Background: an optimization exercise with open tools, aiming at a short achievable clock period and few clock cycles. Do not read the settings as production practice.
At most, simulation tests tie the RTL to the original design; equivalence was not proved.
Power is estimated from default activity; no workload was simulated.

Design chk_crc_ctx, start of the top module:
module chk_crc_ctx (
    input  wire        clk,
    input  wire        rst,
    input  wire        in_valid,
    output wire        in_ready,
    input  wire [1:0]  in_op,
    input  wire [63:0] in_data,
    input  wire [3:0]  in_nbytes,
    input  wire        in_last,
    input  wire [5:0]  cfg_width_m1,
    input  wire        cfg_refin,
    input  wire        cfg_refout,
    input  wire        cfg_compare_en,
    input  wire [63:0] cfg_poly,
    input  wire [63:0] cfg_init,
    input  wire [63:0] cfg_xorout,
    input  wire [63:0] cfg_expect,
    output reg         res_valid,
    output reg  [63:0] res_value,
    output reg         res_mismatch,
    output reg         res_param_err,
    output reg  [31:0] res_bytes,
    output reg  [15:0] res_mismatches
);
Size: roughly 1700 flip-flops, about 460 I/O pins, about 140000 sq um of cells after synthesis.
Settings: LEC_CHECK=0, CAP_MARGIN=20, CORE_MARGIN=2, CORE_UTILIZATION=30, PLACE_DENSITY=0.38, SETUP_SLACK_MARGIN=0.5, SLEW_MARGIN=20; clock period 44.0 ns.
standard.sh (not shown) runs the stock make flow with config.mk's settings and CLKGATE_MAP_FILE= SYNTH_SCRIPT=/design/flow/synth_recipe.tcl, a recipe that flattens the netlist after the stock synthesis.
==> flow/flow/run.sh <==
#!/bin/bash
# The standard layout, with the port buffers made of sky130_fd_sc_hd__buf_4
# cells instead of the resizer's default pick. Tool output goes to
# standard.log here and to ORFS's own logs under orfs/logs.
set -euo pipefail
bash standard.sh "BUFFER_PORTS_ARGS=-buffer_cell sky130_fd_sc_hd__buf_4" finish > standard.log 2>&1
Rerun with:
--- a/flow/design.v
+++ b/flow/design.v
@@ -61,37 +61,38 @@
             trk_refin <= 1'b0;
         else if (t0_init)
             trk_refin <= refin0;
     end
     wire [6:0]  c_width = {1'b0, wm10} + 7'd1;
     wire [63:0] c_over  = (c_width == 7'd64) ? 64'd0 : (~64'd0 << c_width);
     wire        c_bad   = (wm10 < 6'd7) || (|(poly0 & c_over)) ||
                           (|(init0 & c_over)) || (|(xo0 & c_over));
     wire [5:0]  c_shift = 6'd63 - wm10;
     wire [63:0] c_poly_al = poly0 << c_shift;
     wire [63:0] c_init_al = init0 << c_shift;
+    wire [3:0] c_k = nb0[3] ? 4'd8 : nb0;
     reg [63:0] c_dbot;
     reg [8:0]  c_sel;
     reg [7:0]  c_byte;
     integer    b, bb;
     always @* begin
         c_dbot = 64'd0;
         for (b = 0; b < 8; b = b + 1) begin
             for (bb = 0; bb < 8; bb = bb + 1)
                 c_byte[bb] = trk_refin ? data0[8*b + 7 - bb] : data0[8*b + bb];
-            if (b < nb0)
-                c_dbot = c_dbot | ({56'd0, c_byte} << (8 * (nb0 - 1 - b)));
+            if (b < c_k)
+                c_dbot = c_dbot | ({56'd0, c_byte} << (8 * (c_k - 1 - b)));
         end
         c_sel = 9'd0;
         for (b = 0; b < 9; b = b + 1)
-            c_sel[b] = (nb0 == b);
+            c_sel[b] = (c_k == b);
     end
     function [64:0] gpoly(input [63:0] p);
         integer n;
         begin
             gpoly[0] = 1'b1;
             for (n = 1; n <= 64; n = n + 1)
                 gpoly[n] = p[64 - n];
         end
     endfunction
     reg [64:0] c_g;
     reg [15:0] c_a, c_an;
Effect: Sequential power barely changes. Global-route usage rises by 0.21 points. Wire length is higher by 0.85%. Setup slack gets worse by 25 ps. Sequential share of layout area decreases by 0.11 points. Worst hold slack degrades by 5.1 ps. Area after synthesis barely changes. Via count stays flat. Final cell count decreases by 0.89%. Clock power is higher by about 4%. Design area rises by 0.52%. Core utilization is about the same. Flip-flop and latch count is unchanged. Combinational power rose by 4.7%.
Testbench counts after the change, summed over its fixed seeds: cycles 8,270.
Only the layout flow was run in the first run of this note; the RTL was not checked for function there.

The RTL this note starts from:
==> flow/design.v <==
module chk_crc_ctx (
    input  wire        clk,
    input  wire        rst,
    input  wire        in_valid,
    output wire        in_ready,
    input  wire [1:0]  in_op,
    input  wire [63:0] in_data,
    input  wire [3:0]  in_nbytes,
    input  wire        in_last,
    input  wire [5:0]  cfg_width_m1,
    input  wire        cfg_refin,
    input  wire        cfg_refout,
    input  wire        cfg_compare_en,
    input  wire [63:0] cfg_poly,
    input  wire [63:0] cfg_init,
    input  wire [63:0] cfg_xorout,
    input  wire [63:0] cfg_expect,
    output reg         res_valid,
    output reg  [63:0] res_value,
    output reg         res_mismatch,
    output reg         res_param_err,
    output reg  [31:0] res_bytes,
    output reg  [15:0] res_mismatches
);
    localparam OP_DATA  = 2'd0;
    localparam OP_INIT  = 2'd1;
    localparam OP_CLOSE = 2'd2;
    assign in_ready = 1'b1;
    reg        rst0;
    reg        v0;
    reg [1:0]  op0;
    reg [63:0] data0;
    reg [3:0]  nb0;
    reg        last0;
    reg [5:0]  wm10;
    reg        refin0, refout0, cmp0;
    reg [63:0] poly0, init0, xo0, ex0;
    always @(posedge clk) begin
        rst0   <= rst;
        v0     <= in_valid;
        op0    <= in_op;
        data0  <= in_data;
        nb0    <= in_nbytes;
        last0  <= in_last;
        wm10   <= cfg_width_m1;
        refin0 <= cfg_refin;
        refout0 <= cfg_refout;
        cmp0   <= cfg_compare_en;
        poly0  <= cfg_poly;
        init0  <= cfg_init;
        xo0    <= cfg_xorout;
        ex0    <= cfg_expect;
    end
    wire t0       = v0 && !rst0;
    wire t0_data  = t0 && (op0 == OP_DATA);
    wire t0_init  = t0 && (op0 == OP_INIT);
    wire t0_close = t0 && ((op0 == OP_CLOSE) || (op0 == OP_DATA && last0));
    reg trk_refin;
    always @(posedge clk) begin
        if (rst0)
            trk_refin <= 1'b0;
        else if (t0_init)
            trk_refin <= refin0;
    end
    wire [6:0]  c_width = {1'b0, wm10} + 7'd1;
    wire [63:0] c_over  = (c_width == 7'd64) ? 64'd0 : (~64'd0 << c_width);
    wire        c_bad   = (wm10 < 6'd7) || (|(poly0 & c_over)) ||
                          (|(init0 & c_over)) || (|(xo0 & c_over));
    wire [5:0]  c_shift = 6'd63 - wm10;
    wire [63:0] c_poly_al = poly0 << c_shift;
    wire [63:0] c_init_al = init0 << c_shift;
    wire [3:0] c_k = nb0[3] ? 4'd8 : nb0;
    reg [63:0] c_dbot;
    reg [8:0]  c_sel;
    reg [7:0]  c_byte;
    integer    b, bb;
    always @* begin
        c_dbot = 64'd0;
        for (b = 0; b < 8; b = b + 1) begin
            for (bb = 0; bb < 8; bb = bb + 1)
                c_byte[bb] = trk_refin ? data0[8*b + 7 - bb] : data0[8*b + bb];
            if (b < c_k)
                c_dbot = c_dbot | ({56'd0, c_byte} << (8 * (c_k - 1 - b)));
        end
        c_sel = 9'd0;
        for (b = 0; b < 9; b = b + 1)
            c_sel[b] = (c_k == b);
    end
    function [64:0] gpoly(input [63:0] p);
        integer n;
        begin
            gpoly[0] = 1'b1;
            for (n = 1; n <= 64; n = n + 1)
                gpoly[n] = p[64 - n];
        end
    endfunction
    reg [64:0] c_g;
    reg [15:0] c_a, c_an;
    integer    kk, jj, ii;
    always @* begin
        c_g = gpoly(c_poly_al);
        c_a = 16'd1;
        for (kk = 1; kk < 16; kk = kk * 2) begin
            c_an = 16'd0;
            for (jj = 0; jj < 2 * kk; jj = jj + 1)
                for (ii = 0; ii < kk; ii = ii + 1)
                    if (2 * ii <= jj)
                        c_an[jj] = c_an[jj] ^ (c_a[ii] & c_g[jj - 2 * ii]);
            c_a = c_an;
        end
    end
    reg        p1_v, p1_data, p1_init, p1_close, p1_refout, p1_cmp, p1_bad;
    reg [3:0]  p1_nb;
    reg [8:0]  p1_sel;
    reg [5:0]  p1_wm1;
    reg [63:0] p1_w64a, p1_poly, p1_xo, p1_ex;
    reg [15:0] p1_a;
    always @(posedge clk) begin
        if (rst0) p1_v <= 1'b0;
        else      p1_v <= t0;
        p1_data   <= t0_data;
        p1_init   <= t0_init;
        p1_close  <= t0_close;
        p1_refout <= refout0;
        p1_cmp    <= cmp0;
        p1_bad    <= c_bad;
        p1_nb     <= nb0;
        p1_sel    <= c_sel;
        p1_wm1    <= wm10;
        p1_w64a   <= (op0 == OP_INIT) ? c_init_al : c_dbot;
        p1_poly   <= c_poly_al;
        p1_xo     <= xo0;
        p1_ex     <= ex0;
        p1_a      <= c_a;
    end
    reg [64:0] d_g;
    reg [32:0] d_a;
    reg [64:0] d_an;
    always @* begin
        d_g = gpoly(p1_poly);
        d_a = 33'd0;
        for (jj = 0; jj < 32; jj = jj + 1)
            for (ii = 0; ii < 16; ii = ii + 1)
                if (2 * ii <= jj)
                    d_a[jj] = d_a[jj] ^ (p1_a[ii] & d_g[jj - 2 * ii]);
        for (ii = 0; ii <= 16; ii = ii + 1)
            d_a[32] = d_a[32] ^ (d_a[ii] & d_g[32 - 2 * ii]);
        d_an = 65'd0;
        for (jj = 0; jj <= 64; jj = jj + 1)
            for (ii = 0; ii <= 32; ii = ii + 1)
                if (2 * ii <= jj)
                    d_an[jj] = d_an[jj] ^ (d_a[ii] & d_g[jj - 2 * ii]);
    end
    reg [63:0] d_mu;
    always @* begin
        for (jj = 0; jj < 64; jj = jj + 1)
            d_mu[jj] = d_an[64 - jj];
    end
    reg        p2_v, p2_data, p2_init, p2_close, p2_refout, p2_cmp, p2_bad;
    reg [3:0]  p2_nb;
    reg [8:0]  p2_sel;
    reg [5:0]  p2_wm1;
    reg [63:0] p2_w64a, p2_poly, p2_xo, p2_ex, p2_mu;
    always @(posedge clk) begin
        if (rst0) p2_v <= 1'b0;
        else      p2_v <= p1_v;
        p2_data   <= p1_data;
        p2_init   <= p1_init;
        p2_close  <= p1_close;
        p2_refout <= p1_refout;
        p2_cmp    <= p1_cmp;
        p2_bad    <= p1_bad;
        p2_nb     <= p1_nb;
        p2_sel    <= p1_sel;
        p2_wm1    <= p1_wm1;
        p2_w64a   <= p1_w64a;
        p2_poly   <= p1_poly;
        p2_xo     <= p1_xo;
        p2_ex     <= p1_ex;
        p2_mu     <= d_mu;
    end
    wire        c_v      = p2_v;
    wire        q_data   = p2_data;
    wire        q_init   = p2_init;
    wire        q_close  = p2_close;
    wire        q_refout = p2_refout;
    wire        q_cmp    = p2_cmp;
    wire        q_bad    = p2_bad;
    wire [3:0]  q_nb     = p2_nb;
    wire [8:0]  q_sel    = p2_sel;
    wire [5:0]  q_wm1    = p2_wm1;
    wire [63:0] q_w64a   = p2_w64a;
    wire [63:0] q_poly   = p2_poly;
    wire [63:0] q_xo     = p2_xo;
    wire [63:0] q_ex     = p2_ex;
    wire [63:0] q_mu     = p2_mu;
    reg [5:0]  width_m1;
    reg        refout;
    reg        compare_en;
    reg [63:0] poly_al;
    reg [63:0] mu;
    reg [63:0] xorout;
    reg [63:0] expect_v;
    reg        param_err;
    reg [63:0] run_al;
    reg [30:0] bytes_cnt;
    reg        bytes_sat;
    reg [63:0] h, lo, q, hm, run_n, pm;
    integer    i, j;
    always @* begin
        h  = 64'd0;
        lo = 64'd0;
        for (i = 0; i <= 8; i = i + 1) begin
            if (q_sel[i]) begin
                h  = h  | ((i == 0) ? 64'd0 : (run_al >> (64 - 8*i)));
                lo = lo | ((i == 8) ? 64'd0 : (run_al << (8*i)));
            end
        end
        h = h ^ q_w64a;
        hm = 64'd0;
        for (j = 0; j < 64; j = j + 1)
            for (i = 0; i < 64; i = i + 1)
                if (i + j >= 64)
                    hm[i + j - 64] = hm[i + j - 64] ^ (h[i] & mu[j]);
        q = h ^ hm;
        pm = 64'd0;
        for (j = 0; j < 64; j = j + 1)
            for (i = 0; i < 64; i = i + 1)
                if (i + j < 64)
                    pm[i + j] = pm[i + j] ^ (q[i] & poly_al[j]);
        run_n = lo ^ pm;
    end
    wire [31:0] bytes_sum = {1'b0, bytes_cnt} + {28'd0, q_nb};
    reg  [30:0] bytes_n;
    reg         bytes_sat_n;
    always @* begin
        bytes_n     = bytes_cnt;
        bytes_sat_n = bytes_sat;
        if (!bytes_sat) begin
            if (bytes_sum >= 32'h7fff_ffff) begin
                bytes_n     = 31'h7fff_ffff;
                bytes_sat_n = 1'b1;
            end else begin
                bytes_n = bytes_sum[30:0];
            end
        end
    end
    wire c_init = c_v && q_init;
    wire c_data = c_v && q_data;
    wire c_cls  = c_v && q_close;
    wire [63:0] run_after   = (c_data && !param_err) ? run_n : run_al;
    wire [30:0] bytes_after = c_data ? bytes_n : bytes_cnt;
    wire        bsat_after  = c_data ? bytes_sat_n : bytes_sat;
    reg        x1_v;
    reg [63:0] x1_run;
    reg [5:0]  x1_wm1;
    reg        x1_refout, x1_cmp, x1_perr;
    reg [63:0] x1_xo, x1_ex;
    reg [31:0] x1_bytes;
    always @(posedge clk) begin
        if (rst0) begin
            width_m1   <= 6'd0;
            refout     <= 1'b0;
            compare_en <= 1'b0;
            poly_al    <= 64'd0;
            mu         <= 64'd0;
            xorout     <= 64'd0;
            expect_v   <= 64'd0;
            param_err  <= 1'b1;
            run_al     <= 64'd0;
            bytes_cnt  <= 31'd0;
            bytes_sat  <= 1'b0;
            x1_v       <= 1'b0;
        end else begin
            x1_v <= c_cls;
            if (c_init) begin
                width_m1   <= q_wm1;
                refout     <= q_refout;
                compare_en <= q_cmp;
                poly_al    <= q_poly;
                mu         <= q_mu;
                xorout     <= q_xo;
                expect_v   <= q_ex;
                param_err  <= q_bad;
                run_al     <= q_w64a;
                bytes_cnt  <= 31'd0;
                bytes_sat  <= 1'b0;
            end else begin
                run_al    <= run_after;
                bytes_cnt <= bytes_after;
                bytes_sat <= bsat_after;
            end
        end
        x1_run    <= run_after;
        x1_wm1    <= width_m1;
        x1_refout <= refout;
        x1_cmp    <= compare_en;
        x1_perr   <= param_err;
        x1_xo     <= xorout;
        x1_ex     <= expect_v;
        x1_bytes  <= {bsat_after, bytes_after};
    end
    reg [63:0] x1_rev;
    integer    k;
    always @* begin
        for (k = 0; k < 64; k = k + 1)
            x1_rev[k] = x1_run[63 - k];
    end
    wire [63:0] x1_value = x1_perr ? 64'd0 :
                           ((x1_refout ? x1_rev : (x1_run >> (6'd63 - x1_wm1))) ^ x1_xo);
    wire [63:0] x1_mask  = ~64'd0 >> (6'd63 - x1_wm1);
    reg  [14:0] mism_cnt;
    wire        x1_mm  = x1_cmp && !x1_perr && (((x1_value ^ x1_ex) & x1_mask) != 64'd0);
    wire        x1_inc = x1_mm && (mism_cnt != 15'h7fff);
    wire [14:0] mism_n = x1_inc ? mism_cnt + 15'd1 : mism_cnt;
    always @(posedge clk) begin
        if (rst0)
            mism_cnt <= 15'd0;
        else if (x1_v)
            mism_cnt <= mism_n;
        res_valid      <= x1_v && !rst0 && !rst;
        res_value      <= x1_value;
        res_mismatch   <= x1_mm;
        res_param_err  <= x1_perr;
        res_bytes      <= x1_bytes;
        res_mismatches <= {mism_n == 15'h7fff, mism_n};
    end
endmodule
clock: 44.0 ns
lec_check: 0
cap_margin: 20
core_margin: 2
core_utilization: 30
setup_slack_margin: 0.5
slew_margin: 20
run.sh (not shown) runs the stock make flow with config.mk's settings and CLKGATE_MAP_FILE= SYNTH_SCRIPT=/design/flow/synth_recipe.tcl, a recipe that flattens the netlist after the stock synthesis.
Stock flow here: none of the scripts above is used.
Testbench counts at the start, summed over its fixed seeds: cycles 8,270.
Edit:
--- a/flow/design.v
+++ b/flow/design.v
@@ -70,5 +70,4 @@
     wire [63:0] c_poly_al = poly0 << c_shift;
     wire [63:0] c_init_al = init0 << c_shift;
-    wire [3:0] c_k = nb0[3] ? 4'd8 : nb0;
     reg [63:0] c_dbot;
     reg [8:0]  c_sel;
@@ -80,10 +79,10 @@
             for (bb = 0; bb < 8; bb = bb + 1)
                 c_byte[bb] = trk_refin ? data0[8*b + 7 - bb] : data0[8*b + bb];
-            if (b < c_k)
-                c_dbot = c_dbot | ({56'd0, c_byte} << (8 * (c_k - 1 - b)));
+            if (b < nb0)
+                c_dbot = c_dbot | ({56'd0, c_byte} << (8 * (nb0 - 1 - b)));
         end
         c_sel = 9'd0;
         for (b = 0; b < 9; b = b + 1)
-            c_sel[b] = (c_k == b);
+            c_sel[b] = (nb0 == b);
     end
     function [64:0] gpoly(input [63:0] p);
After rerunning:
- core utilization is about the same
- routed wire length is lower by about 0.7%
- total power is lower by 1.6%
- hold slack improves by 0.0072 ns
- clock-buffer cell count is lower by 8
- via count is about the same
- final cell count is higher by 0.83%
- global-route usage is lower by 0.17 points
- sequential cell count is unchanged
- combinational power is lower by about 3%
- critical path depth does not change
- maximum frequency is about the same
- register-to-register slack degrades by 0.32 ns
Function not checked in the second run of this note: the RTL went through the layout flow alone.

-- port drivers added, routing unchanged --
The results above use ideal ports. As a check the final layouts listed here were re-extracted and re-timed, cells and wires unchanged. Step 1, drivers: a clkbuf_16 drives clk and a buf_2 each remaining input, both assumed. Step 2 moves the port delays by t, midway between the first and last clock arrival at a register: inputs arrive t later, outputs are due t later. That takes back most of the time a late clock gives input paths. Slacks: ideal / step 1 / step 2; pairs: ideal / step 1.
| run | t (ns) | setup WS [ns] | worst hold slack (ns) | worst setup path after step 2 | worst register clock-pin slew, ns |
|---|---|---|---|---|---|
| the first run of note 1 | 0.948 | 33.867 / 33.759 / 34.707 | 0.268 / 0.268 / 0.268 | register to output | 0.09 / 0.09 |
| the second run of note 1 | 0.972 | 33.842 / 33.726 / 34.698 | 0.263 / 0.263 / 0.263 | register to output | 0.09 / 0.09 |
| the first run of note 2 | 0.961 | 33.443 / 33.338 / 34.299 | 0.273 / 0.273 / 0.273 | register to output | 0.09 / 0.09 |
| the second run of note 2 | 0.960 | 33.440 / 33.319 / 34.279 | 0.280 / 0.280 / 0.280 | register to output | 0.11 / 0.11 |
After both steps every run listed still meets setup and hold.
